Context: an optimization exercise on an open-source flow, tuned for small area, a short achievable clock period and few clock cycles per item. The choices shown serve that exercise and are no tape-out recipe. The RTL was checked by simulation tests, not by an equivalence proof against the original design.

[flow/design.v]
module dge_sha512 (
    input  wire         clk,
    input  wire         rst,             
    input  wire         start,
    input  wire [7:0]   alg,             
    input  wire         resume,
    input  wire [511:0] resume_h,        
    input  wire [63:0]  resume_count,    
    input  wire         abort,
    input  wire         in_valid,
    output wire         in_ready,
    input  wire [63:0]  in_data,
    input  wire         in_last,
    input  wire [3:0]   in_nbytes,
    output wire         busy,
    output reg          done,
    output reg          err,
    output wire [511:0] digest
);
    localparam [1:0] S_IDLE = 2'd0,
                     S_PRE  = 2'd1,      
                     S_POST = 2'd2,      
                     S_RND  = 2'd3;      
    localparam [1:0] F_DATA = 2'd0,      
                     F_PAD  = 2'd1,      
                     F_END  = 2'd2;      
    localparam [7:0] ALG_SHA384 = 8'h02,
                     ALG_SHA512 = 8'h03;
    reg [1:0]  state;
    reg [6:0]  kidx;         
    reg        first;        
    reg        is384;
    reg [1:0]  fmode;
    reg [3:0]  fp;           
    reg        need80;       
    reg        lenfit;       
    reg [63:0] count;        
    reg [63:0] a, b, c, d, e, f, g, h;
    reg [63:0] hkw;          
    reg [63:0] w [0:15];     
    reg [63:0] ha [0:3];     
    reg [63:0] he [0:3];     
    integer i;
    reg [63:0] k;
    always @(*) begin
        case (kidx)
            7'd0:  k = 64'h428a2f98d728ae22; 7'd1:  k = 64'h7137449123ef65cd;
            7'd2:  k = 64'hb5c0fbcfec4d3b2f; 7'd3:  k = 64'he9b5dba58189dbbc;
            7'd4:  k = 64'h3956c25bf348b538; 7'd5:  k = 64'h59f111f1b605d019;
            7'd6:  k = 64'h923f82a4af194f9b; 7'd7:  k = 64'hab1c5ed5da6d8118;
            7'd8:  k = 64'hd807aa98a3030242; 7'd9:  k = 64'h12835b0145706fbe;
            7'd10: k = 64'h243185be4ee4b28c; 7'd11: k = 64'h550c7dc3d5ffb4e2;
            7'd12: k = 64'h72be5d74f27b896f; 7'd13: k = 64'h80deb1fe3b1696b1;
            7'd14: k = 64'h9bdc06a725c71235; 7'd15: k = 64'hc19bf174cf692694;
            7'd16: k = 64'he49b69c19ef14ad2; 7'd17: k = 64'hefbe4786384f25e3;
            7'd18: k = 64'h0fc19dc68b8cd5b5; 7'd19: k = 64'h240ca1cc77ac9c65;
            7'd20: k = 64'h2de92c6f592b0275; 7'd21: k = 64'h4a7484aa6ea6e483;
            7'd22: k = 64'h5cb0a9dcbd41fbd4; 7'd23: k = 64'h76f988da831153b5;
            7'd24: k = 64'h983e5152ee66dfab; 7'd25: k = 64'ha831c66d2db43210;
            7'd26: k = 64'hb00327c898fb213f; 7'd27: k = 64'hbf597fc7beef0ee4;
            7'd28: k = 64'hc6e00bf33da88fc2; 7'd29: k = 64'hd5a79147930aa725;
            7'd30: k = 64'h06ca6351e003826f; 7'd31: k = 64'h142929670a0e6e70;
            7'd32: k = 64'h27b70a8546d22ffc; 7'd33: k = 64'h2e1b21385c26c926;
            7'd34: k = 64'h4d2c6dfc5ac42aed; 7'd35: k = 64'h53380d139d95b3df;
            7'd36: k = 64'h650a73548baf63de; 7'd37: k = 64'h766a0abb3c77b2a8;
            7'd38: k = 64'h81c2c92e47edaee6; 7'd39: k = 64'h92722c851482353b;
            7'd40: k = 64'ha2bfe8a14cf10364; 7'd41: k = 64'ha81a664bbc423001;
            7'd42: k = 64'hc24b8b70d0f89791; 7'd43: k = 64'hc76c51a30654be30;
            7'd44: k = 64'hd192e819d6ef5218; 7'd45: k = 64'hd69906245565a910;
            7'd46: k = 64'hf40e35855771202a; 7'd47: k = 64'h106aa07032bbd1b8;
            7'd48: k = 64'h19a4c116b8d2d0c8; 7'd49: k = 64'h1e376c085141ab53;
            7'd50: k = 64'h2748774cdf8eeb99; 7'd51: k = 64'h34b0bcb5e19b48a8;
            7'd52: k = 64'h391c0cb3c5c95a63; 7'd53: k = 64'h4ed8aa4ae3418acb;
            7'd54: k = 64'h5b9cca4f7763e373; 7'd55: k = 64'h682e6ff3d6b2b8a3;
            7'd56: k = 64'h748f82ee5defb2fc; 7'd57: k = 64'h78a5636f43172f60;
            7'd58: k = 64'h84c87814a1f0ab72; 7'd59: k = 64'h8cc702081a6439ec;
            7'd60: k = 64'h90befffa23631e28; 7'd61: k = 64'ha4506cebde82bde9;
            7'd62: k = 64'hbef9a3f7b2c67915; 7'd63: k = 64'hc67178f2e372532b;
            7'd64: k = 64'hca273eceea26619c; 7'd65: k = 64'hd186b8c721c0c207;
            7'd66: k = 64'heada7dd6cde0eb1e; 7'd67: k = 64'hf57d4f7fee6ed178;
            7'd68: k = 64'h06f067aa72176fba; 7'd69: k = 64'h0a637dc5a2c898a6;
            7'd70: k = 64'h113f9804bef90dae; 7'd71: k = 64'h1b710b35131c471b;
            7'd72: k = 64'h28db77f523047d84; 7'd73: k = 64'h32caab7b40c72493;
            7'd74: k = 64'h3c9ebe0a15c9bebc; 7'd75: k = 64'h431d67c49c100d4c;
            7'd76: k = 64'h4cc5d4becb3e42b6; 7'd77: k = 64'h597f299cfc657e2a;
            7'd78: k = 64'h5fcb6fab3ad6faec; default: k = 64'h6c44198c4a475817;
        endcase
    end
    wire [63:0] big_s0 = {a[27:0], a[63:28]} ^ {a[33:0], a[63:34]} ^ {a[38:0], a[63:39]};
    wire [63:0] big_s1 = {e[13:0], e[63:14]} ^ {e[17:0], e[63:18]} ^ {e[40:0], e[63:41]};
    wire [63:0] ch     = (e & f) ^ (~e & g);
    wire [63:0] maj    = (a & b) ^ (a & c) ^ (b & c);
    wire [63:0] p_s = hkw ^ big_s1 ^ ch;
    wire [63:0] p_c = (hkw & big_s1) | (hkw & ch) | (big_s1 & ch);
    wire [63:0] p_cc = {p_c[62:0], 1'b0};
    wire [63:0] e_new = d + p_s + p_cc;
    wire [63:0] a_new = p_s + p_cc + big_s0 + maj;
    wire [63:0] w1  = w[1];
    wire [63:0] w14 = w[14];
    wire [63:0] sm_s0 = {w14[0], w14[63:1]} ^ {w14[7:0], w14[63:8]} ^ {7'd0, w14[63:7]};
    wire [63:0] sm_s1 = {w1[18:0], w1[63:19]} ^ {w1[60:0], w1[63:61]} ^ {6'd0, w1[63:6]};
    wire [63:0] sched = sm_s1 + w[6] + sm_s0 + w[15];
    function [63:0] bswap64;
        input [63:0] x;
        integer j;
        begin
            for (j = 0; j < 8; j = j + 1)
                bswap64[63-8*j -: 8] = x[8*j +: 8];
        end
    endfunction
    reg [63:0] last_beat;    
    always @(*) begin
        last_beat = 64'd0;
        for (i = 0; i < 8; i = i + 1) begin
            if (i < in_nbytes)
                last_beat[8*i +: 8] = in_data[8*i +: 8];
            else if (i == in_nbytes)
                last_beat[8*i +: 8] = 8'h80;
        end
    end
    wire         last_ok  = (in_nbytes <= 4'd8);
    wire [7:0]   mark_pos = {1'b0, fp, 3'b000} + {4'd0, in_nbytes};
    wire         alg_ok   = (alg == ALG_SHA384) || (alg == ALG_SHA512);
    wire feed_slot = (state == S_PRE) || (state == S_POST) ||
                     (state == S_RND && (kidx <= 7'd14 || kidx == 7'd80));
    wire feed_want = feed_slot && (fmode != F_END);
    assign in_ready = feed_want && (fmode == F_DATA);
    assign busy     = (state != S_IDLE);
    wire take = in_ready && in_valid;
    wire go   = !(in_ready && !in_valid);
    reg [63:0] pad_word;
    always @(*) begin
        if (need80)
            pad_word = {8'h80, 56'd0};
        else if (lenfit && fp == 4'd14)
            pad_word = {61'd0, count[63:61]};
        else if (lenfit && fp == 4'd15)
            pad_word = {count[60:0], 3'b000};
        else
            pad_word = 64'd0;
    end
    wire [63:0] feed_word = (fmode == F_DATA) ?
                            (in_last ? bswap64(last_beat) : bswap64(in_data)) : pad_word;
    wire rot = (state == S_POST) || (state == S_RND && kidx >= 7'd78);
    wire [63:0] sum_a = ha[3] + (first ? 64'd0 : a);
    wire [63:0] sum_e = he[3] + (first ? 64'd0 : e);
    wire [63:0] hsrc  = (state == S_POST) ? he[2] : g;
    wire [511:0] h_cat = {ha[0], ha[1], ha[2], ha[3], he[0], he[1], he[2], he[3]};
    genvar gi;
    generate
        for (gi = 0; gi < 64; gi = gi + 1) begin : g_dig
            if (gi < 48) begin : g_lo
                assign digest[8*gi +: 8] = h_cat[511-8*gi -: 8];
            end else begin : g_hi
                assign digest[8*gi +: 8] = is384 ? 8'd0 : h_cat[511-8*gi -: 8];
            end
        end
    endgenerate
    wire [511:0] rh;         
    generate
        for (gi = 0; gi < 64; gi = gi + 1) begin : g_rh
            assign rh[511-8*gi -: 8] = resume_h[8*gi +: 8];
        end
    endgenerate
    wire [511:0] iv = (alg == ALG_SHA384) ?
        {64'hcbbb9d5dc1059ed8, 64'h629a292a367cd507, 64'h9159015a3070dd17, 64'h152fecd8f70e5939,
         64'h67332667ffc00b31, 64'h8eb44a8768581511, 64'hdb0c2e0d64f98fa7, 64'h47b5481dbefa4fa4} :
        {64'h6a09e667f3bcc908, 64'hbb67ae8584caa73b, 64'h3c6ef372fe94f82b, 64'ha54ff53a5f1d36f1,
         64'h510e527fade682d1, 64'h9b05688c2b3e6c1f, 64'h1f83d9abfb41bd6b, 64'h5be0cd19137e2179};
    wire [511:0] h_init = resume ? rh : iv;
    wire idle = (state == S_IDLE);
    always @(posedge clk) begin
        if (rst) begin
            state <= S_IDLE;
            done  <= 1'b0;
            err   <= 1'b0;
        end else if (abort) begin
            state <= S_IDLE;
            done  <= 1'b0;
            err   <= 1'b0;
        end else if (idle) begin
            if (start) begin
                done <= 1'b0;
                err  <= 1'b0;
                if (!alg_ok || (resume && resume_count[6:0] != 7'd0)) begin
                    done <= 1'b1;
                    err  <= 1'b1;
                end else begin
                    state <= S_PRE;
                end
            end
        end else if (take && in_last && !last_ok) begin
            state <= S_IDLE;
            done  <= 1'b1;
            err   <= 1'b1;
        end else if (go) begin
            case (state)
            S_PRE:  state <= S_POST;
            S_POST: begin
                if (fmode == F_END) begin
                    state <= S_IDLE;
                    done  <= 1'b1;
                end else begin
                    state <= S_RND;
                end
            end
            default: if (kidx == 7'd80) state <= S_POST;
            endcase
        end
    end
    always @(posedge clk) begin
        if (idle) begin
            if (start) begin
                is384 <= (alg == ALG_SHA384);
                {ha[3], ha[0], ha[1], ha[2], he[3], he[0], he[1], he[2]} <= h_init;
            end
        end else if (go && rot) begin
            ha[0] <= sum_a; ha[1] <= ha[0]; ha[2] <= ha[1]; ha[3] <= ha[2];
            he[0] <= sum_e; he[1] <= he[0]; he[2] <= he[1]; he[3] <= he[2];
        end
    end
    always @(posedge clk) begin
        if (idle) begin
            first  <= 1'b1;
            fmode  <= F_DATA;
            fp     <= 4'd0;
            need80 <= 1'b0;
            count  <= resume ? resume_count : 64'd0;
        end else if (go) begin
            if (feed_want) begin
                fp <= fp + 4'd1;
                if (fmode == F_DATA) begin
                    if (in_last) begin
                        count  <= count + {60'd0, in_nbytes};
                        fmode  <= F_PAD;
                        need80 <= (in_nbytes == 4'd8);
                        lenfit <= (mark_pos <= 8'd111) || (fp == 4'd15);
                    end else begin
                        count  <= count + 64'd8;
                    end
                end else begin
                    need80 <= 1'b0;
                    if (fp == 4'd15) begin
                        if (lenfit)
                            fmode <= F_END;
                        lenfit <= 1'b1;
                    end
                end
            end
            case (state)
            S_PRE:  kidx <= 7'd0;
            S_POST: begin
                kidx  <= 7'd1;
                first <= 1'b0;
            end
            default: kidx <= (kidx == 7'd80) ? 7'd0 : kidx + 7'd1;
            endcase
        end
    end
    always @(posedge clk) begin
        if (go) begin
            w[0] <= feed_want ? feed_word : sched;
            for (i = 1; i < 16; i = i + 1)
                w[i] <= w[i-1];
            hkw <= hsrc + k + w[0];
            if (state == S_POST) begin
                {a, b, c, d} <= {sum_a, ha[0], ha[1], ha[2]};
                {e, f, g, h} <= {sum_e, he[0], he[1], he[2]};
            end else begin
                h <= g;
                g <= f;
                f <= e;
                e <= e_new;
                d <= c;
                c <= b;
                b <= a;
                a <= a_new;
            end
        end
    end
endmodule
[flow/run.sh]
#!/bin/bash
# synth_recipe.tcl (not shown) runs the flow's synth.tcl, then flattens the netlist and writes it again
# the make line also repeats each setting of config.mk as NAME=value (left out here)
make -C /OpenROAD-flow-scripts/flow DESIGN_CONFIG=/design/flow/config.mk WORK_HOME=/design/flow/orfs CLKGATE_MAP_FILE= SYNTH_SCRIPT=/design/flow/synth_recipe.tcl finish
[flow/config.mk]
export PLATFORM = sky130hd
export DESIGN_NAME = dge_sha512
export DESIGN_NICKNAME = dge_sha512
export VERILOG_FILES = /design/flow/design.v
export SDC_FILE = /design/flow/constraint.sdc
export NUM_CORES = 8
export LEC_CHECK = 0
export CAP_MARGIN = 20
export CORE_MARGIN = 2
export CORE_UTILIZATION = 30
export SLEW_MARGIN = 20
export SYNTH_MEMORY_MAX_BITS = 8192
[flow/constraint.sdc]
create_clock -name core_clock -period 13.0 [get_ports {clk}]
set_input_delay 2.6000 -clock core_clock [delete_from_list [all_inputs] [get_ports {clk}]]
set_output_delay 2.6000 -clock core_clock [all_outputs]
set_load 0.01 [all_outputs]
==> impl_metrics.tcl, run 1 <==
set metrics [dict create \
    status "timing/DRC/antenna clean" \
    gp_congestion 1.006 \
    hp-class "flop to flop" \
    syn_avg_cell_area_sq_um 11.25 \
    postSynthCellCount 11710 \
    yosys.area.top_type_share_pct 48.37 \
    vias 99900 \
    grt_overflow 0 \
    wl_per_cell_um 36.04 \
    track_usage_pct 28.72 \
    antenna_found_initial 167 \
    routed_wl_mm 659.2 \
    clock_latency_ns 0.93 \
    rows 243 \
    hold_violations 0 \
    synthTopCellsByArea "edfxtp_1, fa_1, xnor2_1, ha_1, a21oi_1" \
    drtIter0Drc 12210 \
    port_buffers 1174 \
    syn_to_final_growth_pct 18.05 \
    fin_hold_ws_ns 0.3926 \
    io_pins 1175 \
    die_x_um 666.5 \
    grt_pass1_wl_mm 866.6 \
    core_sq_um 437500 \
    ys_seq_area_share_pct 49.53 \
    htreeDepth 5 \
    setup_viol 0 \
    clk_path_buf_depth 4 \
    synth_cell_types 119 \
    rsz0062_at_grt "no" \
    firstDrtPassIters 9 \
    synth_edf_count 2121 \
    finClkSkew_ns 0.06330 \
    critical_path_class "flop to flop" \
    slew_headroom_pct 18.35 \
    worstPathArrival_ns 8.02 \
    cts.sinks 2197 \
    tritoncts "yes" \
    placed_area_sq_um 146800 \
    grt_max_degree 186 \
    cts-root-buf "clkbuf_16" \
    layout.nets 13760 \
    syn-cell-area_sq_um 131700 \
    fmax_ghz 0.1360 \
    dp_hpwl_mm 526.2 \
    crit_fanout 80 \
    clkTransAtPathRegs_ns 0.06 \
    ctsResizeCount 0 \
    cts_buffers 269 \
    postCtsHoldBufs 0 \
    ys_ff_latch 2197 \
    synth_top_area_cell "edfxtp_1" \
    grt_pass1_vias 95900 \
    post-route-period-util_pct 56.57 \
    tightest_slew_ns 1.225 \
    required_ns 13.67 \
    vias_per_cell 5.462 \
    synth_nets 13220 \
    die_y_um 666.5 \
    endpoint_kind "flop" \
    dieArea_sq_um 444200 \
    synth_async_sr_flop_share_pct 0 \
    postCtsSetupBuffers 0 \
    yosysMostFrequentCell "edfxtp_1" \
    period_needed_ns 7.354 \
    finalMaxSlewViolations 0 \
    dominantRegCellSynth "edfxtp_1" \
    cp-start-kind "flop" \
    drv_cap 0 \
    fillers 43480 \
    stdcell_area_sq_um 155400 \
    drc 0 \
    layout-drive-gt1-share_pct 8.312 \
    ys_warn_count 4 \
    start_util_pct 30.10 \
    finalSetupTns_ns 0 \
    ant_nets 0 \
    ys_top_cells_by_count "edfxtp_1, inv_1, a21oi_1, xnor2_1, o21ai_0" \
]
[worst max-delay path, cell delays in order, from the launching register on]
cell and delay (ns):
dfxtp_1 0.34, inv_1 0.16, ha_4 0.55, buf_12 0.46, buf_4 0.61, mux2i_1 0.19
fa_1 0.64, inv_1 0.10, ha_1 0.42, nand4_1 0.35, or4_1 0.62, o41ai_2 0.72
nor3_2 0.30, o31ai_4 0.45, a211oi_1 0.23, o21ai_1 0.34, a41o_1 0.23, a21oi_1 0.07
xnor2_1 0.13
[routing by layer]
metal / share of wire [%] / up-vias / routed length, um / track usage, %
met5: 0.029 / - / 192 / 0
met4: 7.6 / 28 / 50020 / 17.97
met3: 7.5 / 1222 / 49750 / 5.532
met2: 45 / 5003 / 298800 / 45.56
met1: 40 / 50820 / 260500 / 36.00
li1: - / 42830 / - / -
[layout make-up]
type | instances | area [sq um] | area share, %
Tap cell | 5757 | 7203 | 4.634
Timing Repair Buffer | 1346 | 13300 | 8.554
Multi-Input combinational cell | 7424 | 57270 | 36.85
Clock inverter | 152 | 1441 | 0.9273
Clock buffer | 324 | 7000 | 4.504
Sequential cell | 2197 | 65220 | 41.96
Inverter | 1009 | 3806 | 2.449
Antenna cell | 80 | 200.2 | 0.1288
[cell families (layout without fill, tap and decap cells)]
family          after synthesis  in the layout  synth area share [%]
xor+xnor                    992            992                 6.599
simple gates               2081           2081                 7.514
other cells                   0             80                     0
fa+ha+maj                   907            907                 10.72
flops                      2197           2197                 49.53
mux                         509            509                 4.230
buf+inv                    2085           2831                 7.152
compound gates             2935           2935                 14.26
[metrics by stage]
step / instances / utilization (%) / setup slack [ns]
floorplan: 11710 / - / -16.93
global placement: 17730 / 33.54 / 4.840
detailed placement: 17730 / 33.55 / 4.966
CTS: 18210 / 35.48 / 5.803
global route: 18250 / 35.50 / 5.407
finish: 18290 / 35.53 / 5.646
[final timing paths]
| check | start | to | slack [ns] | depth (start not counted) |
|---|---|---|---|---|
| max | state[0]$_SDFFE_PP0P_ | hkw[54]$_DFFE_PN_ | 5.65 | 18 |
| min reg2reg | w[4][23]$_DFFE_PN_ | w[5][23]$_DFFE_PN_ | 0.39 | 0 |
| min | w[4][23]$_DFFE_PN_ | w[5][23]$_DFFE_PN_ | 0.39 | 0 |
| max reg2reg | state[0]$_SDFFE_PP0P_ | hkw[54]$_DFFE_PN_ | 5.65 | 18 |
[layout by cell type (no fill, tap or decap), types with 31 or more instances in the layout]
| master | Yosys | routed |
|---|---|---|
| a311oi_1 | 36 | 36 |
| clkdlybuf4s50_1 | 0 | 1173 |
| a21oi_1 | 857 | 853 |
| o21ai_1 | 51 | 51 |
| mux2i_1 | 133 | 132 |
| o211ai_1 | 174 | 174 |
| a211oi_1 | 60 | 59 |
| a22oi_1 | 39 | 39 |
| ha_1 | 471 | 461 |
| o22a_1 | 139 | 139 |
| nand2_1 | 599 | 594 |
| o21bai_1 | 70 | 70 |
| a221oi_1 | 52 | 52 |
| mux2_2 | 373 | 374 |
| nor2b_1 | 266 | 266 |
| nand4_1 | 107 | 107 |
| and3_1 | 62 | 62 |
| o21a_1 | 52 | 52 |
| diode_2 | 0 | 80 |
| clkinv_1 | 1 | 55 |
| dfxtp_1 | 76 | 75 |
| buf_4 | 397 | 152 |
| nor3_1 | 121 | 120 |
| nand2b_1 | 50 | 50 |
| clkinv_2 | 1 | 32 |
| maj3_1 | 51 | 51 |
| xnor2_1 | 705 | 705 |
| o31ai_1 | 31 | 31 |
| a31oi_1 | 110 | 110 |
| o21ai_0 | 666 | 663 |
| xor2_1 | 287 | 287 |
| clkbuf_1 | 557 | 51 |
| edfxtp_1 | 2121 | 2121 |
| clkbuf_16 | 0 | 271 |
| nor2_1 | 564 | 556 |
| a21o_1 | 286 | 284 |
| nand3_1 | 156 | 156 |
| fa_1 | 385 | 385 |
| inv_1 | 1004 | 1003 |
| a22o_1 | 75 | 75 |
[state kept, by name, summed over array words and instances (netlist names), 2 cells and up]
name	flops
ha	256
b	64
hkw	64
d	64
g	64
a	64
f	64
w	1024
fmode	2
k	64
e	64
state	2
fp	4
c	64
kidx	7
count	64
he	256
Testbench counts, summed over its fixed seeds: cycles 55,230, bytes 57,574.
==> run 2: changes to the inputs <==
--- a/flow/design.v
+++ b/flow/design.v
@@ -34,7 +34,13 @@
     reg [3:0]  fp;           
     reg        need80;       
     reg        lenfit;       
-    reg [63:0] count;        
+    reg [60:0] cnt_hi;       
+    reg [2:0]  cnt_lo;       
+    reg [63:0] ib_d;         
+    reg        ib_last;
+    reg [3:0]  ib_n;
+    reg        ib_v;
+    reg        got_last;     
     reg [63:0] a, b, c, d, e, f, g, h;
     reg [63:0] hkw;          
     reg [63:0] w [0:15];     
@@ -112,39 +118,40 @@
     always @(*) begin
         last_beat = 64'd0;
         for (i = 0; i < 8; i = i + 1) begin
-            if (i < in_nbytes)
-                last_beat[8*i +: 8] = in_data[8*i +: 8];
-            else if (i == in_nbytes)
+            if (i < ib_n)
+                last_beat[8*i +: 8] = ib_d[8*i +: 8];
+            else if (i == ib_n)
                 last_beat[8*i +: 8] = 8'h80;
         end
     end
-    wire         last_ok  = (in_nbytes <= 4'd8);
-    wire [7:0]   mark_pos = {1'b0, fp, 3'b000} + {4'd0, in_nbytes};
+    wire         last_ok  = (ib_n <= 4'd8);
+    wire [7:0]   mark_pos = {1'b0, fp, 3'b000} + {4'd0, ib_n};
     wire         alg_ok   = (alg == ALG_SHA384) || (alg == ALG_SHA512);
     wire feed_slot = (state == S_PRE) || (state == S_POST) ||
                      (state == S_RND && (kidx <= 7'd14 || kidx == 7'd80));
     wire feed_want = feed_slot && (fmode != F_END);
-    assign in_ready = feed_want && (fmode == F_DATA);
+    wire feed_data = feed_want && (fmode == F_DATA);
+    wire go   = !(feed_data && !ib_v);
+    wire cons = feed_data && ib_v;       
     assign busy     = (state != S_IDLE);
+    assign in_ready = busy && !got_last && (!ib_v || cons);
     wire take = in_ready && in_valid;
-    wire go   = !(in_ready && !in_valid);
     reg [63:0] pad_word;
     always @(*) begin
         if (need80)
             pad_word = {8'h80, 56'd0};
         else if (lenfit && fp == 4'd14)
-            pad_word = {61'd0, count[63:61]};
+            pad_word = {61'd0, cnt_hi[60:58]};
         else if (lenfit && fp == 4'd15)
-            pad_word = {count[60:0], 3'b000};
+            pad_word = {cnt_hi[57:0], cnt_lo, 3'b000};
         else
             pad_word = 64'd0;
     end
     wire [63:0] feed_word = (fmode == F_DATA) ?
-                            (in_last ? bswap64(last_beat) : bswap64(in_data)) : pad_word;
+                            (ib_last ? bswap64(last_beat) : bswap64(ib_d)) : pad_word;
     wire rot = (state == S_POST) || (state == S_RND && kidx >= 7'd78);
     wire [63:0] sum_a = ha[3] + (first ? 64'd0 : a);
     wire [63:0] sum_e = he[3] + (first ? 64'd0 : e);
-    wire [63:0] hsrc  = (state == S_POST) ? he[2] : g;
     wire [511:0] h_cat = {ha[0], ha[1], ha[2], ha[3], he[0], he[1], he[2], he[3]};
     genvar gi;
     generate
@@ -189,7 +196,7 @@
                     state <= S_PRE;
                 end
             end
-        end else if (take && in_last && !last_ok) begin
+        end else if (cons && ib_last && !last_ok) begin
             state <= S_IDLE;
             done  <= 1'b1;
             err   <= 1'b1;
@@ -225,18 +232,18 @@
             fmode  <= F_DATA;
             fp     <= 4'd0;
             need80 <= 1'b0;
-            count  <= resume ? resume_count : 64'd0;
+            cnt_hi <= resume ? resume_count[63:3] : 61'd0;
+            cnt_lo <= 3'd0;
         end else if (go) begin
             if (feed_want) begin
                 fp <= fp + 4'd1;
                 if (fmode == F_DATA) begin
-                    if (in_last) begin
-                        count  <= count + {60'd0, in_nbytes};
+                    cnt_hi <= cnt_hi + {60'd0, !ib_last || ib_n[3]};
+                    if (ib_last) begin
+                        cnt_lo <= ib_n[2:0];
                         fmode  <= F_PAD;
-                        need80 <= (in_nbytes == 4'd8);
+                        need80 <= (ib_n == 4'd8);
                         lenfit <= (mark_pos <= 8'd111) || (fp == 4'd15);
-                    end else begin
-                        count  <= count + 64'd8;
                     end
                 end else begin
                     need80 <= 1'b0;
@@ -258,17 +265,35 @@
         end
     end
     always @(posedge clk) begin
-        if (go) begin
+        if (idle) begin
+            ib_v     <= 1'b0;
+            got_last <= 1'b0;
+        end else if (take) begin
+            ib_v     <= 1'b1;
+            got_last <= in_last;
+        end else if (cons) begin
+            ib_v     <= 1'b0;
+        end
+        if (take) begin
+            ib_d    <= in_data;
+            ib_last <= in_last;
+            ib_n    <= in_nbytes;
+        end
+    end
+    always @(posedge clk) begin
+        if (idle) begin
+            g <= h_init[63:0];       
+        end else if (go) begin
             w[0] <= feed_want ? feed_word : sched;
             for (i = 1; i < 16; i = i + 1)
                 w[i] <= w[i-1];
-            hkw <= hsrc + k + w[0];
+            hkw <= g + k + w[0];
             if (state == S_POST) begin
                 {a, b, c, d} <= {sum_a, ha[0], ha[1], ha[2]};
                 {e, f, g, h} <= {sum_e, he[0], he[1], he[2]};
-            end else begin
+            end else if (state == S_RND) begin
                 h <= g;
-                g <= f;
+                g <= (kidx == 7'd80) ? he[1] : f;
                 f <= e;
                 e <= e_new;
                 d <= c;
==> flow/flow/run.sh (new file) <==
#!/bin/bash
# Standard synthesis, then the standard layout with repair_timing aiming
# at a setup margin below the clock period (the SDC is unchanged).
set -euo pipefail
MARGIN=$(cat flow/margin.txt)
bash standard.sh synth > synth.log 2>&1
bash standard.sh SETUP_SLACK_MARGIN=$MARGIN finish > layout.log 2>&1
==> flow/flow/margin.txt (new file) <==
7
==> flow/standard.sh (new file) <==
#!/bin/bash
# synth_recipe.tcl (not shown) runs the flow's synth.tcl, then flattens the netlist and writes it again
# the make line also repeats each setting of config.mk as NAME=value (left out here)
make -C /OpenROAD-flow-scripts/flow DESIGN_CONFIG=/design/flow/config.mk WORK_HOME=/design/flow/orfs CLKGATE_MAP_FILE= SYNTH_SCRIPT=/design/flow/synth_recipe.tcl "${@:-finish}"
removed: flow/run.sh
==> run 2 against run 1 <==
Against the previous run: synthesized area up 0.89%; worst hold slack worse by 0.00068 ns; via count up 2.3%; first-iteration DRC count increased by 9.1%; register-to-register slack better by 1.3 ns; setup slack better by 1.3 ns; critical path type unchanged; largest cell class unchanged.
==> impl_metrics.tcl, run 2 <==
set metrics [dict create \
    status "timing/DRC/antenna clean" \
    synth_cell_types 113 \
    crit_fanout 42 \
    ys_warn_count 4 \
    clkTransAtPathRegs_ns 0.08 \
    grt_pass1_vias 97650 \
    finalMaxSlewViolations 0 \
    synth_edf_count 2187 \
    placed_area_sq_um 148100 \
    track_usage_pct 28.80 \
    endpoint_kind "flop" \
    worstHoldStart "w[13][57]$_DFFE_PN_" \
    yosysMostFrequentCell "edfxtp_1" \
    yosys.area_share.simple_pct 8.005 \
    layout.cells.non_filler 18450 \
    finalSetupTns_ns 0 \
    synth_nets 13170 \
    critical_path_class "flop to flop" \
    use_met1_pct 35.36 \
    hp-class "flop to flop" \
    fmax_ghz 0.1665 \
    clock_latency_ns 0.94 \
    clk_path_buf_depth 4 \
    dp_hpwl_mm 531.9 \
    synth_top_family_by_area "compound AO/OA/AOI/OAI gates" \
    cts_buffers 276 \
    syn-cell-area_sq_um 132800 \
    core_sq_um 441100 \
    mostFrequentLayoutCells "edfxtp_1, clkdlybuf4s50_1, a21oi_1" \
    vias_per_cell 5.541 \
    antenna_found_initial 144 \
    r2r_slack_ns 6.99 \
    synth_xor_area_share_pct 6.461 \
    rr_worst_depth 15 \
    cp-start-kind "flop" \
    hold_violations 0 \
    finClkSkew_ns 0.05410 \
    firstDrtPassIters 6 \
    stdcell_area_sq_um 158300 \
    layout-drive-gt1-share_pct 9.028 \
    required_ns 13.77 \
    met2_usage_pct 46.28 \
    start_util_pct 30.11 \
    gr-max-usage-layer "met2" \
    htreeDepth 5 \
    regMostFlops "w" \
    postSynthCellCount 11660 \
    vias 102200 \
    period_needed_ns 6.005 \
    yosys.area.top_type_share_pct 49.44 \
    top_regs "w x1024, ha x256, he x256" \
    worstReg2RegStart "first$_SDFFE_PP1P_" \
    drtIter0Drc 13320 \
    dieArea_sq_um 448100 \
    whs_path_depth 0 \
    min_to "w[14][57]$_DFFE_PN_" \
    syn_to_final_growth_pct 19.18 \
    synthAdderAreaFrac_pct 10.57 \
    tritoncts "yes" \
    drc 0 \
    synth_async_sr_flop_share_pct 0 \
    gp_congestion 1.060 \
    synth_compound_area_share_pct 14.07 \
    cts.sinks 2268 \
    synth_top_area_cell "edfxtp_1" \
    setup_viol 0 \
    ys_ff_latch 2268 \
    synthTopCellsByArea "edfxtp_1, fa_1, xnor2_1, ha_1, a21oi_1" \
    worstPathArrival_ns 6.77 \
    wl_per_cell_um 36.37 \
    rsz0062_at_grt "yes" \
    routed_wl_mm 670.9 \
    grt_max_degree 183 \
    die_x_um 669.4 \
    grt_overflow 0 \
    met3_usage_pct 5.443 \
    regToRegEndpoint "a[57]$_DFFE_PP_" \
    synthMuxAreaShare_pct 3.705 \
    grt_pass1_wl_mm 884.6 \
    port_buffers 1174 \
    ys_top_cells_by_count "edfxtp_1, a21oi_1, inv_1, o21ai_0, xnor2_1" \
    rows 244 \
    largest_reg_flops 1024 \
    slew_headroom_pct 18.12 \
    die_y_um 669.4 \
    io_pins 1175 \
    fillers 43710 \
    syn_avg_cell_area_sq_um 11.40 \
    dp.cells 17810 \
    ys_seq_area_share_pct 50.66 \
    post-route-period-util_pct 46.20 \
    drv_cap 0 \
    layout.nets 13780 \
    cts-root-buf "clkbuf_16" \
    final_common_cell "edfxtp_1" \
    dominantRegCellSynth "edfxtp_1" \
    tightest_slew_ns 1.219 \
    ant_nets 0 \
]
run 2: changes by cell type after synthesis, moves of 18 or more:
cell	delta
inv_1	-219
a211o_1	+18
o21ai_1	-29
and2_1	+18
a21oi_1	-26
edfxtp_1	+66
o22a_1	-22
a311oi_1	-18
o211ai_1	+21
o21ai_0	+56
nor2_1	+57
mux2_2	-67
nand3_1	+24
clkbuf_1	+40
run 2: cells by family after synthesis:
kind of cell	count (synthesis)
AOI/OAI and AO/OA	2934
buffers and inverters	1891
and+or+nand+nor	2230
xor gates and xnor gates	980
muxes	451
DFF	2268
adders and majority gates	902
run 2: how the worst max path moves through the flow:
stage / cells after the start / endpoint / slack [ns] / start
2_1_floorplan: 9 / ha[0][0]$_DFFE_PP_ / 4.85 / kidx[0]$_DFFE_PN_
3_3_place_gp: 11 / w[8][51]$_DFFE_PN_ / 6.24 / kidx[1]$_DFFE_PN_
3_5_place_dp: 11 / w[8][51]$_DFFE_PN_ / 6.13 / kidx[1]$_DFFE_PN_
4_1_cts: 10 / in_ready / 6.85 / kidx[1]$_DFFE_PN_
5_1_grt: 14 / k[27]$_DFF_P_ / 6.96 / kidx[1]$_DFFE_PN_
6_report: 15 / a[57]$_DFFE_PP_ / 6.99 / first$_SDFFE_PP1P_
run 2: per-layer routing:
layer	vias to the layer above	wire, um
li1	43020	-
met1	51940	253400
met2	5859	308600
met3	1379	54790
met4	18	53980
met5	-	121
run 2: critical path, stage by stage, from the launching register on:
cell and delay (ns):
dfxtp_4 0.65, buf_4 0.59, buf_6 0.49, nor2b_1 0.16
ha_1 0.44, and4_1 0.36, nand4_1 0.27, nor4_1 0.08
buf_4 0.20, nor4_2 0.55, o21ai_1 0.28, a221oi_1 0.71
o21ai_0 0.21, xor2_1 0.41, nor2_1 0.11, a21oi_1 0.16
run 2: stage by stage:
step                hold WS [ns]  setup slack (ns)  utilization [%]
floorplan                 0.4003             4.853                -
global placement          0.4002             6.237            33.55
detailed placement        0.4045             6.132            33.56
CTS                       0.3939             6.849            35.70
global route              0.4036             6.964            35.88
finish                    0.3919             6.995            35.89
run 2: area by class of cell:
class                      instances  area (sq um)  share of cell area, %
timing repair buffer            1436         14000                  8.843
tap                             5904          7387                  4.666
sequential                      2268         67300                  42.51
antenna                           60         150.1                0.09484
clock buffer                     342          7322                  4.625
inverter                         789          2977                  1.880
clock inverter                   152          1623                  1.025
multi-input combinational       7497         57560                  36.36
run 2: what timing repair did:
item / in CTS / in global routing
buffers inserted: 31 / 53
cloned: 0 / 1
hold buffers: 0 / 0
gates resized for setup: 39 / 39
setup endpoints to repair: 267 / 184
pin swaps: 12 / 21
Testbench counts of run 2, summed over its fixed seeds: cycles 55,550, bytes 57,574.
==> run 3: changes to the inputs <==
--- a/flow/design.v
+++ b/flow/design.v
@@ -8,11 +8,11 @@
     input  wire [63:0]  resume_count,    
     input  wire         abort,
     input  wire         in_valid,
-    output wire         in_ready,
+    output reg          in_ready,
     input  wire [63:0]  in_data,
     input  wire         in_last,
     input  wire [3:0]   in_nbytes,
-    output wire         busy,
+    output reg          busy,
     output reg          done,
     output reg          err,
     output wire [511:0] digest
@@ -133,8 +133,6 @@
     wire feed_data = feed_want && (fmode == F_DATA);
     wire go   = !(feed_data && !ib_v);
     wire cons = feed_data && ib_v;       
-    assign busy     = (state != S_IDLE);
-    assign in_ready = busy && !got_last && (!ib_v || cons);
     wire take = in_ready && in_valid;
     reg [63:0] pad_word;
     always @(*) begin
@@ -150,17 +148,14 @@
     wire [63:0] feed_word = (fmode == F_DATA) ?
                             (ib_last ? bswap64(last_beat) : bswap64(ib_d)) : pad_word;
     wire rot = (state == S_POST) || (state == S_RND && kidx >= 7'd78);
+    wire clr67 = is384 && (state == S_POST) && (fmode == F_END);
     wire [63:0] sum_a = ha[3] + (first ? 64'd0 : a);
     wire [63:0] sum_e = he[3] + (first ? 64'd0 : e);
     wire [511:0] h_cat = {ha[0], ha[1], ha[2], ha[3], he[0], he[1], he[2], he[3]};
     genvar gi;
     generate
         for (gi = 0; gi < 64; gi = gi + 1) begin : g_dig
-            if (gi < 48) begin : g_lo
-                assign digest[8*gi +: 8] = h_cat[511-8*gi -: 8];
-            end else begin : g_hi
-                assign digest[8*gi +: 8] = is384 ? 8'd0 : h_cat[511-8*gi -: 8];
-            end
+            assign digest[8*gi +: 8] = h_cat[511-8*gi -: 8];
         end
     endgenerate
     wire [511:0] rh;         
@@ -176,45 +171,97 @@
          64'h510e527fade682d1, 64'h9b05688c2b3e6c1f, 64'h1f83d9abfb41bd6b, 64'h5be0cd19137e2179};
     wire [511:0] h_init = resume ? rh : iv;
     wire idle = (state == S_IDLE);
-    always @(posedge clk) begin
-        if (rst) begin
-            state <= S_IDLE;
-            done  <= 1'b0;
-            err   <= 1'b0;
-        end else if (abort) begin
-            state <= S_IDLE;
-            done  <= 1'b0;
-            err   <= 1'b0;
+    reg [1:0] state_n;
+    reg [6:0] kidx_n;
+    reg [1:0] fmode_n;
+    reg       ib_v_n, got_last_n, done_n, err_n;
+    always @(*) begin
+        state_n    = state;
+        kidx_n     = kidx;
+        fmode_n    = fmode;
+        done_n     = done;
+        err_n      = err;
+        ib_v_n     = ib_v;
+        got_last_n = got_last;
+        if (rst || abort) begin
+            state_n = S_IDLE;
+            done_n  = 1'b0;
+            err_n   = 1'b0;
         end else if (idle) begin
+            fmode_n    = F_DATA;
+            ib_v_n     = 1'b0;
+            got_last_n = 1'b0;
             if (start) begin
-                done <= 1'b0;
-                err  <= 1'b0;
+                done_n = 1'b0;
+                err_n  = 1'b0;
                 if (!alg_ok || (resume && resume_count[6:0] != 7'd0)) begin
-                    done <= 1'b1;
-                    err  <= 1'b1;
+                    done_n = 1'b1;
+                    err_n  = 1'b1;
                 end else begin
-                    state <= S_PRE;
+                    state_n = S_PRE;
                 end
             end
         end else if (cons && ib_last && !last_ok) begin
-            state <= S_IDLE;
-            done  <= 1'b1;
-            err   <= 1'b1;
-        end else if (go) begin
-            case (state)
-            S_PRE:  state <= S_POST;
-            S_POST: begin
-                if (fmode == F_END) begin
-                    state <= S_IDLE;
-                    done  <= 1'b1;
-                end else begin
-                    state <= S_RND;
+            state_n = S_IDLE;
+            done_n  = 1'b1;
+            err_n   = 1'b1;
+        end else begin
+            if (take) begin
+                ib_v_n     = 1'b1;
+                got_last_n = in_last;
+            end else if (cons) begin
+                ib_v_n     = 1'b0;
+            end
+            if (go) begin
+                case (state)
+                S_PRE: begin
+                    state_n = S_POST;
+                    kidx_n  = 7'd0;
+                end
+                S_POST: begin
+                    kidx_n = 7'd1;
+                    if (fmode == F_END) begin
+                        state_n = S_IDLE;
+                        done_n  = 1'b1;
+                    end else begin
+                        state_n = S_RND;
+                    end
+                end
+                default: begin
+                    if (kidx == 7'd80) begin
+                        state_n = S_POST;
+                        kidx_n  = 7'd0;
+                    end else begin
+                        kidx_n  = kidx + 7'd1;
+                    end
+                end
+                endcase
+                if (feed_want) begin
+                    if (fmode == F_DATA) begin
+                        if (ib_last)
+                            fmode_n = F_PAD;
+                    end else if (fp == 4'd15 && lenfit) begin
+                        fmode_n = F_END;
+                    end
                 end
             end
-            default: if (kidx == 7'd80) state <= S_POST;
-            endcase
         end
     end
+    wire feed_slot_n = (state_n == S_PRE) || (state_n == S_POST) ||
+                       (state_n == S_RND && (kidx_n <= 7'd14 || kidx_n == 7'd80));
+    wire busy_n      = (state_n != S_IDLE);
+    always @(posedge clk) begin
+        state    <= state_n;
+        kidx     <= kidx_n;
+        fmode    <= fmode_n;
+        done     <= done_n;
+        err      <= err_n;
+        ib_v     <= ib_v_n;
+        got_last <= got_last_n;
+        busy     <= busy_n;
+        in_ready <= busy_n && !got_last_n &&
+                    (!ib_v_n || (feed_slot_n && fmode_n == F_DATA));
+    end
     always @(posedge clk) begin
         if (idle) begin
             if (start) begin
@@ -223,13 +270,14 @@
             end
         end else if (go && rot) begin
             ha[0] <= sum_a; ha[1] <= ha[0]; ha[2] <= ha[1]; ha[3] <= ha[2];
-            he[0] <= sum_e; he[1] <= he[0]; he[2] <= he[1]; he[3] <= he[2];
+            he[0] <= sum_e; he[1] <= he[0];
+            he[2] <= clr67 ? 64'd0 : he[1];
+            he[3] <= clr67 ? 64'd0 : he[2];
         end
     end
     always @(posedge clk) begin
         if (idle) begin
             first  <= 1'b1;
-            fmode  <= F_DATA;
             fp     <= 4'd0;
             need80 <= 1'b0;
             cnt_hi <= resume ? resume_count[63:3] : 61'd0;
@@ -241,39 +289,20 @@
                     cnt_hi <= cnt_hi + {60'd0, !ib_last || ib_n[3]};
                     if (ib_last) begin
                         cnt_lo <= ib_n[2:0];
-                        fmode  <= F_PAD;
                         need80 <= (ib_n == 4'd8);
                         lenfit <= (mark_pos <= 8'd111) || (fp == 4'd15);
                     end
                 end else begin
                     need80 <= 1'b0;
-                    if (fp == 4'd15) begin
-                        if (lenfit)
-                            fmode <= F_END;
+                    if (fp == 4'd15)
                         lenfit <= 1'b1;
-                    end
                 end
             end
-            case (state)
-            S_PRE:  kidx <= 7'd0;
-            S_POST: begin
-                kidx  <= 7'd1;
+            if (state == S_POST)
                 first <= 1'b0;
-            end
-            default: kidx <= (kidx == 7'd80) ? 7'd0 : kidx + 7'd1;
-            endcase
         end
     end
     always @(posedge clk) begin
-        if (idle) begin
-            ib_v     <= 1'b0;
-            got_last <= 1'b0;
-        end else if (take) begin
-            ib_v     <= 1'b1;
-            got_last <= in_last;
-        end else if (cons) begin
-            ib_v     <= 1'b0;
-        end
         if (take) begin
             ib_d    <= in_data;
             ib_last <= in_last;
==> flow/flow/margin.txt (replaced) <==
8
==> run 3 against run 2 <==
Against the previous run: via count decreased by 0.95%; synthesized cell count decreased by 7.5%; critical path depth is 5 higher; highest routed layer unchanged.
==> impl_metrics.tcl, run 3 <==
set metrics [dict create \
    dieArea_sq_um 431900 \
    period_needed_ns 5.703 \
    vias 101200 \
    met2_usage_pct 47.95 \
    synth_top_area_cell "edfxtp_1" \
    setup_viol 0 \
    gp_congestion 1.026 \
    cts_buffers 280 \
    finalMaxSlewViolations 0 \
    post-route-period-util_pct 43.87 \
    antenna_found_initial 143 \
    cp-start-kind "flop" \
    fmax_ghz 0.1754 \
    syn_avg_cell_area_sq_um 11.87 \
    final_common_cell "edfxtp_1" \
    synth_cell_types 112 \
    worstHoldStart "w[8][57]$_DFFE_PP_" \
    rsz0062_at_grt "yes" \
    gr-max-usage-layer "met2" \
    fillers 40770 \
    clock_latency_ns 0.96 \
    crit_fanout 4 \
    grt_pass1_wl_mm 875.1 \
    path_common_cell "fa_1" \
    postSynthCellCount 10790 \
    rows 239 \
    layout_setup_ws_ns 7.297 \
    start_util_pct 30.16 \
    firstDrtPassIters 6 \
    layout.nets 13730 \
    synth_async_sr_flop_share_pct 0 \
    wl_per_cell_um 36.46 \
    cp_cell_sequence "xor2_1 -> xnor2_2 -> fa_1 -> inv_2 -> fa_1 -> fa_1 -> ha_1 -> o21ai_4 -> nor3_4 -> nand4_1 -> a311oi_4 -> nor3b_2 -> buf_4 -> o41ai_4 -> buf_4 -> a31oi_4 -> o21ai_2 -> a21oi_2 -> xnor2_1 -> mux2i_1" \
    cts.sinks 2270 \
    crit_buf_inv 3 \
    slowest_stage "fa_1" \
    routed_wl_mm 665.4 \
    slew_headroom_pct 18.03 \
    hold_violations 0 \
    critPathLaunch "e[21]$_DFFE_PP_" \
    endpoint_kind "flop" \
    synth_edf_count 2180 \
    drc 0 \
    yosysMostFrequentCell "edfxtp_1" \
    worstReg2RegStart "e[21]$_DFFE_PP_" \
    grt_pass1_vias 97090 \
    grt_max_degree 200 \
    ys_seq_area_share_pct 52.56 \
    htreeDepth 5 \
    mostFrequentLayoutCells "edfxtp_1, clkdlybuf4s50_1, a21oi_1" \
    cp_slowest_stage_delay_ns 0.56 \
    syn-cell-area_sq_um 128000 \
    hp-class "flop to flop" \
    dominantRegCellSynth "edfxtp_1" \
    dp_hpwl_mm 511.7 \
    tritoncts "yes" \
    syn_to_final_growth_pct 28.62 \
    yosys.area.top_type_share_pct 51.15 \
    postCtsHoldBufs 0 \
    synth_nets 12300 \
    finClkSkew_ns 0.05635 \
    critical-path-top-delay-family "adder cells" \
    clk_path_buf_depth 4 \
    die_y_um 657.2 \
    cts-root-buf "clkbuf_16" \
    io_pins 1175 \
    status "timing/DRC/antenna clean" \
    required_ns 13.66 \
    drtIter0Drc 12200 \
    grt_overflow 0 \
    track_usage_pct 29.73 \
    ant_nets 0 \
    tightest_slew_ns 1.230 \
    drv_cap 0 \
    ys_top_cells_by_count "edfxtp_1, a21oi_1, o21ai_0, nand2_1, xnor2_1" \
    top_regs "w x1024, ha x256, he x256" \
    die_x_um 657.2 \
    ys_ff_latch 2270 \
    core_sq_um 424300 \
    met3_usage_pct 5.218 \
    final_core_util_pct 38.79 \
    layout-drive-gt1-share_pct 16.99 \
    synthTopCellsByArea "edfxtp_1, fa_1, xnor2_1, ha_1, a21oi_1" \
    regMostFlops "w" \
    port_buffers 1174 \
    pre_cts_slack_ns 4.766 \
    vias_per_cell 5.547 \
    clkTransAtPathRegs_ns 0.07 \
    worstPathArrival_ns 6.36 \
    critical_path_class "flop to flop" \
    ys_warn_count 4 \
    use_met1_pct 35.82 \
    largest_reg_flops 1024 \
]
## run 3: kinds of logic after synthesis
| group | after synthesis | synth area share (%) |
|---|---|---|
| AO/OA/AOI/OAI | 2951 | 14.76 |
| flip-flops | 2270 | 52.56 |
| AND/OR/NAND/NOR | 2125 | 7.781 |
| buffers and inverters | 1180 | 3.567 |
| XOR/XNOR | 915 | 6.262 |
| adder cells (fa/ha/maj) | 887 | 11.21 |
| multiplexers | 457 | 3.864 |
## run 3: final timing paths
kind,end,slack [ns],cells after the start
setup reg to reg,a[63]$_DFFE_PP_,7.30,20
setup / recovery,a[63]$_DFFE_PP_,7.30,20
hold / removal,w[9][57]$_DFFE_PP_,0.40,0
hold reg to reg,w[9][57]$_DFFE_PP_,0.40,0
## run 3: area by class of cell
class	count	area, sq um	area share [%]
clock buffer	339	7366	4.475
inverter	511	1971	1.197
multi-input combinational	7337	61250	37.21
antenna	159	397.9	0.2417
sequential	2270	67270	40.87
clock inverter	159	1707	1.037
timing repair buffer	1813	17570	10.67
tap	5663	7086	4.304
## run 3: what timing repair did
| action | 4_1_cts | 5_1_grt |
|---|---|---|
| pin swaps | 245 | 220 |
| cloned | 5 | 1 |
| buffers inserted | 312 | 121 |
| endpoints found under the setup margin | 346 | 269 |
| resized for setup | 773 | 312 |
## run 3: per-layer routing
metal	share of wire [%]	routed length, um
met5	0.0087	58
met4	8.7	57580
met3	7.3	48460
met2	46	309100
met1	38	250200
## run 3: per-stage QoR
step	setup TNS, ns	cell area [sq um]	std cells	hold slack, ns
6_report	0	164600	18250	0.3952
5_1_grt	0	164500	18220	0.4102
4_1_cts	0	161800	17970	0.4008
3_5_place_dp	0	146200	17160	0.4045
3_3_place_gp	0	146200	17160	0.4002
2_1_floorplan	-5647.91	128000	10790	0.4003
Testbench counts of run 3, summed over its fixed seeds: cycles 55,550, bytes 57,574.
==> run 4: changes to the inputs <==
--- a/flow/design.v
+++ b/flow/design.v
@@ -92,20 +92,47 @@
             7'd78: k = 64'h5fcb6fab3ad6faec; default: k = 64'h6c44198c4a475817;
         endcase
     end
+    function [127:0] csa;
+        input [63:0] x, y, z;
+        begin
+            csa[63:0]   = x ^ y ^ z;
+            csa[127:64] = {(x[62:0] & y[62:0]) | (x[62:0] & z[62:0]) | (y[62:0] & z[62:0]), 1'b0};
+        end
+    endfunction
+    function [63:0] add64;
+        input [63:0] x, y;
+        reg [63:0] gg, pp;
+        integer l, j, src;
+        begin
+            gg = x & y;
+            pp = x ^ y;
+            for (l = 0; l < 6; l = l + 1)
+                for (j = 0; j < 64; j = j + 1)
+                    if ((j >> l) & 1) begin
+                        src = ((j >> l) << l) - 1;
+                        gg[j] = gg[j] | (pp[j] & gg[src]);
+                        pp[j] = pp[j] & pp[src];
+                    end
+            add64 = (x ^ y) ^ {gg[62:0], 1'b0};
+        end
+    endfunction
     wire [63:0] big_s0 = {a[27:0], a[63:28]} ^ {a[33:0], a[63:34]} ^ {a[38:0], a[63:39]};
     wire [63:0] big_s1 = {e[13:0], e[63:14]} ^ {e[17:0], e[63:18]} ^ {e[40:0], e[63:41]};
     wire [63:0] ch     = (e & f) ^ (~e & g);
     wire [63:0] maj    = (a & b) ^ (a & c) ^ (b & c);
-    wire [63:0] p_s = hkw ^ big_s1 ^ ch;
-    wire [63:0] p_c = (hkw & big_s1) | (hkw & ch) | (big_s1 & ch);
-    wire [63:0] p_cc = {p_c[62:0], 1'b0};
-    wire [63:0] e_new = d + p_s + p_cc;
-    wire [63:0] a_new = p_s + p_cc + big_s0 + maj;
+    wire [127:0] t1_cs = csa(hkw, big_s1, ch);
+    wire [127:0] e_cs  = csa(t1_cs[63:0], t1_cs[127:64], d);
+    wire [127:0] a_cs1 = csa(big_s0, maj, t1_cs[63:0]);
+    wire [127:0] a_cs2 = csa(a_cs1[63:0], a_cs1[127:64], t1_cs[127:64]);
+    wire [63:0]  e_new = add64(e_cs[63:0], e_cs[127:64]);
+    wire [63:0]  a_new = add64(a_cs2[63:0], a_cs2[127:64]);
     wire [63:0] w1  = w[1];
     wire [63:0] w14 = w[14];
     wire [63:0] sm_s0 = {w14[0], w14[63:1]} ^ {w14[7:0], w14[63:8]} ^ {7'd0, w14[63:7]};
     wire [63:0] sm_s1 = {w1[18:0], w1[63:19]} ^ {w1[60:0], w1[63:61]} ^ {6'd0, w1[63:6]};
-    wire [63:0] sched = sm_s1 + w[6] + sm_s0 + w[15];
+    wire [127:0] s_cs1 = csa(sm_s1, w[6], sm_s0);
+    wire [127:0] s_cs2 = csa(s_cs1[63:0], s_cs1[127:64], w[15]);
+    wire [63:0]  sched = add64(s_cs2[63:0], s_cs2[127:64]);
     function [63:0] bswap64;
         input [63:0] x;
         integer j;
@@ -149,8 +176,9 @@
                             (ib_last ? bswap64(last_beat) : bswap64(ib_d)) : pad_word;
     wire rot = (state == S_POST) || (state == S_RND && kidx >= 7'd78);
     wire clr67 = is384 && (state == S_POST) && (fmode == F_END);
-    wire [63:0] sum_a = ha[3] + (first ? 64'd0 : a);
-    wire [63:0] sum_e = he[3] + (first ? 64'd0 : e);
+    wire [63:0] sum_a = add64(ha[3], first ? 64'd0 : a);
+    wire [63:0] sum_e = add64(he[3], first ? 64'd0 : e);
+    wire [127:0] hkw_cs = csa(g, k, w[0]);
     wire [511:0] h_cat = {ha[0], ha[1], ha[2], ha[3], he[0], he[1], he[2], he[3]};
     genvar gi;
     generate
@@ -316,7 +344,7 @@
             w[0] <= feed_want ? feed_word : sched;
             for (i = 1; i < 16; i = i + 1)
                 w[i] <= w[i-1];
-            hkw <= g + k + w[0];
+            hkw <= add64(hkw_cs[63:0], hkw_cs[127:64]);
             if (state == S_POST) begin
                 {a, b, c, d} <= {sum_a, ha[0], ha[1], ha[2]};
                 {e, f, g, h} <= {sum_e, he[0], he[1], he[2]};
==> run 4 against run 3 <==
Against the previous run: wire length fell by 8.1%; clock skew fell by 0.012 ns; core utilization rose by 0.32 points; non-clock buffer count fell by 24; setup slack got worse by 0.060 ns; cell area fell by 4.3%; maximum frequency fell by 1.0%; still clean; via count fell by 8.9%; sequential share of layout area rose by 1.9 points; critical endpoint is now a[43]$_DFFE_PP_; synthesized cell count fell by 11%; critical path type unchanged.
==> impl_metrics.tcl, run 4 <==
set metrics [dict create \
    cts_buffers 276 \
    die_x_um 639.9 \
    crit_buf_inv 5 \
    io_pins 1175 \
    hold_violations 0 \
    ys_top_cells_by_count "edfxtp_1, o21ai_0, a21oi_1, nand2_1, xnor2_1" \
    fin_hold_ws_ns 0.3950 \
    synth_xor_area_share_pct 6.311 \
    cts-root-buf "clkbuf_16" \
    setup_viol 0 \
    tritoncts "yes" \
    drv_cap 0 \
    synth_async_sr_flop_share_pct 0 \
    synth_cell_types 100 \
    cp_cell_sequence "buf_6 -> buf_8 -> buf_4 -> mux2i_2 -> fa_2 -> fa_1 -> fa_1 -> inv_1 -> ha_1 -> a21o_1 -> a21o_1 -> a21oi_4 -> nor2_1 -> a211oi_4 -> a211oi_2 -> o31a_1 -> buf_6 -> o21a_4 -> nor2_2 -> xor2_1 -> o21ai_0" \
    ys_ff_latch 2270 \
    synthMuxAreaShare_pct 3.958 \
    cp_slowest_stage_delay_ns 0.59 \
    cp-start-kind "flop" \
    pre_cts_slack_ns 4.877 \
    critical-path-top-delay-family "adder cells" \
    synth_edf_count 2180 \
    final_common_cell "edfxtp_1" \
    required_ns 13.65 \
    syn-cell-area_sq_um 121300 \
    worstPathArrival_ns 6.42 \
    postSynthCellCount 9647 \
    regMostFlops "w" \
    dieArea_sq_um 409400 \
    antenna_found_initial 149 \
    synthAdderAreaFrac_pct 11.98 \
    hp-class "flop to flop" \
    crit_fanout 4 \
    grt_pass1_wl_mm 798.7 \
    synth_nets 11180 \
    grt_pass1_vias 88280 \
    drtIter0Drc 11450 \
    core_sq_um 402600 \
    slew_headroom_pct 13.64 \
    stdcell_area_sq_um 157500 \
    cts.sinks 2270 \
    fillers 38330 \
    finalSetupTns_ns 0 \
    dp.cells 15830 \
    critical_path_class "flop to flop" \
    syn_avg_cell_area_sq_um 12.57 \
    layout_setup_ws_ns 7.237 \
    synth_top_family_by_area "compound AO/OA/AOI/OAI gates" \
    layout-drive-gt1-share_pct 17.61 \
    rows 233 \
    vias 92230 \
    yosys.area_share.simple_pct 6.630 \
    status "timing/DRC/antenna clean" \
    tightest_slew_ns 1.291 \
    synth_top_area_cell "edfxtp_1" \
    mostFrequentLayoutCells "edfxtp_1, clkdlybuf4s50_1, o21ai_0" \
    start_util_pct 30.13 \
    clk_path_buf_depth 4 \
    post-route-period-util_pct 44.33 \
    routed_wl_mm 611.5 \
    vias_per_cell 5.462 \
    clock_latency_ns 0.96 \
    gp_congestion 1.002 \
    grt_max_degree 161 \
    dominantRegCellSynth "edfxtp_1" \
    htreeDepth 5 \
    firstDrtPassIters 5 \
    ys_warn_count 4 \
    die_y_um 639.9 \
    period_needed_ns 5.763 \
    drc 0 \
    layout.cells.non_filler 16890 \
    synthTopCellsByArea "edfxtp_1, fa_1, ha_1, xnor2_1, o21ai_0" \
    rsz0062_at_grt "yes" \
    placed_area_sq_um 139300 \
    largest_reg_flops 1024 \
    syn_to_final_growth_pct 29.82 \
    synth_compound_area_share_pct 12.27 \
    ant_nets 0 \
    postCtsHoldBufs 0 \
    finalMaxSlewViolations 0 \
    yosys.area.top_type_share_pct 53.97 \
    endpoint_kind "flop" \
    top_regs "w x1024, ha x256, he x256" \
    slowest_stage "fa_2" \
    finClkSkew_ns 0.04453 \
    yosysMostFrequentCell "edfxtp_1" \
    wl_per_cell_um 36.22 \
    fmax_ghz 0.1735 \
    layout.nets 12700 \
    port_buffers 1174 \
    ys_seq_area_share_pct 55.45 \
    track_usage_pct 28.92 \
    dp_hpwl_mm 463.7 \
    final_core_util_pct 39.11 \
    grt_overflow 0 \
    clkTransAtPathRegs_ns 0.06 \
]
==> run 4: changes by cell type in the layout (fill, tap and decap cells not counted), sizes merged, moves of 57 or more <==
cell and delta:
xor2 +57, nand3 -78, nand2 -129, diode -61
o21ai -87, a21oi -155, xnor2 -98, a21o -143
==> run 4: layout make-up <==
type / count / area (sq um) / area share [%]
clock inverter: 163 / 1549 / 0.9836
inverter: 517 / 2004 / 1.273
multi-input combinational: 6312 / 54610 / 34.68
timing repair buffer: 1789 / 17790 / 11.29
antenna: 98 / 245.2 / 0.1557
clock buffer: 330 / 7246 / 4.601
tap: 5405 / 6763 / 4.294
timing repair inverter: 1 / 5.005 / 0.003178
sequential: 2270 / 67270 / 42.72
==> run 4: kinds of logic (layout without fill, tap and decap cells) <==
group / Yosys count / count (layout)
AOI/OAI and AO/OA: 2350 / 2350
DFF: 2270 / 2270
and+or+nand+nor: 1759 / 1762
buffers and inverters: 1068 / 2800
adders and majority gates: 880 / 880
xor gates and xnor gates: 874 / 874
muxes: 446 / 446
other: 0 / 98
==> run 4: path summary, 6_finish.rpt <==
| kind | startpoint | to | slack [ns] | cells past startpoint |
|---|---|---|---|---|
| hold / removal | w[8][27]$_DFFE_PP_ | w[9][27]$_DFFE_PP_ | 0.39 | 0 |
| setup / recovery | e[20]$_DFFE_PP_ | a[43]$_DFFE_PP_ | 7.24 | 21 |
| setup reg to reg | e[20]$_DFFE_PP_ | a[43]$_DFFE_PP_ | 7.24 | 21 |
| hold reg to reg | w[8][27]$_DFFE_PP_ | w[9][27]$_DFFE_PP_ | 0.39 | 0 |
==> run 4: timing repair <==
| action | in CTS | in global routing |
|---|---|---|
| cloned | 9 | 0 |
| setup buffers | 353 | 100 |
| endpoints found under the setup margin | 1299 | 838 |
| pin swaps | 227 | 241 |
| resized for setup | 774 | 312 |
==> run 4: routing by layer <==
metal / global-route usage [%] / vias to the layer above / routed length (um)
met5: 0 / - / 121
met4: 19.27 / 20 / 49180
met3: 5.970 / 1359 / 51610
met2: 45.89 / 5255 / 279300
met1: 35.59 / 47180 / 231300
li1: - / 38420 / -
Testbench counts of run 4, summed over its fixed seeds: cycles 55,550, bytes 57,574.

[what the ideal ports hide]
The flow's constraints put no driver on any port. The routed layouts listed below were extracted and timed again, unchanged, in two steps.
Step 1 sets driving cells, clkbuf_16 on the clock port and buf_2 on the other inputs (assumed; they add their load-dependent delay and slew).
Step 2 adds t to the input delays and takes it off the output delays; t is the mean of the earliest and latest rising clock arrival at the registers after step 1. Input paths then give back, and output paths get back, about the clock's delay inside the block.
Slacks: ideal / step 1 / step 2; pairs: ideal / step 1.
| run | t, ns | setup slack, ns | clock arrival spread, ns |
|---|---|---|---|
| run 1 | 1.038 | 5.646 / 5.646 / 4.732 | 0.072 / 0.072 |
| run 2 | 1.042 | 6.995 / 6.889 / 6.414 | 0.056 / 0.055 |
| run 3 | 1.073 | 7.297 / 7.297 / 6.741 | 0.068 / 0.067 |
| run 4 | 1.064 | 7.237 / 7.237 / 6.960 | 0.052 / 0.052 |
After both steps every run listed still meets setup and hold. For run 1, which loses most, drivers alone change the setup slack by 0.000 ns; drivers and shift together by -0.914 ns.
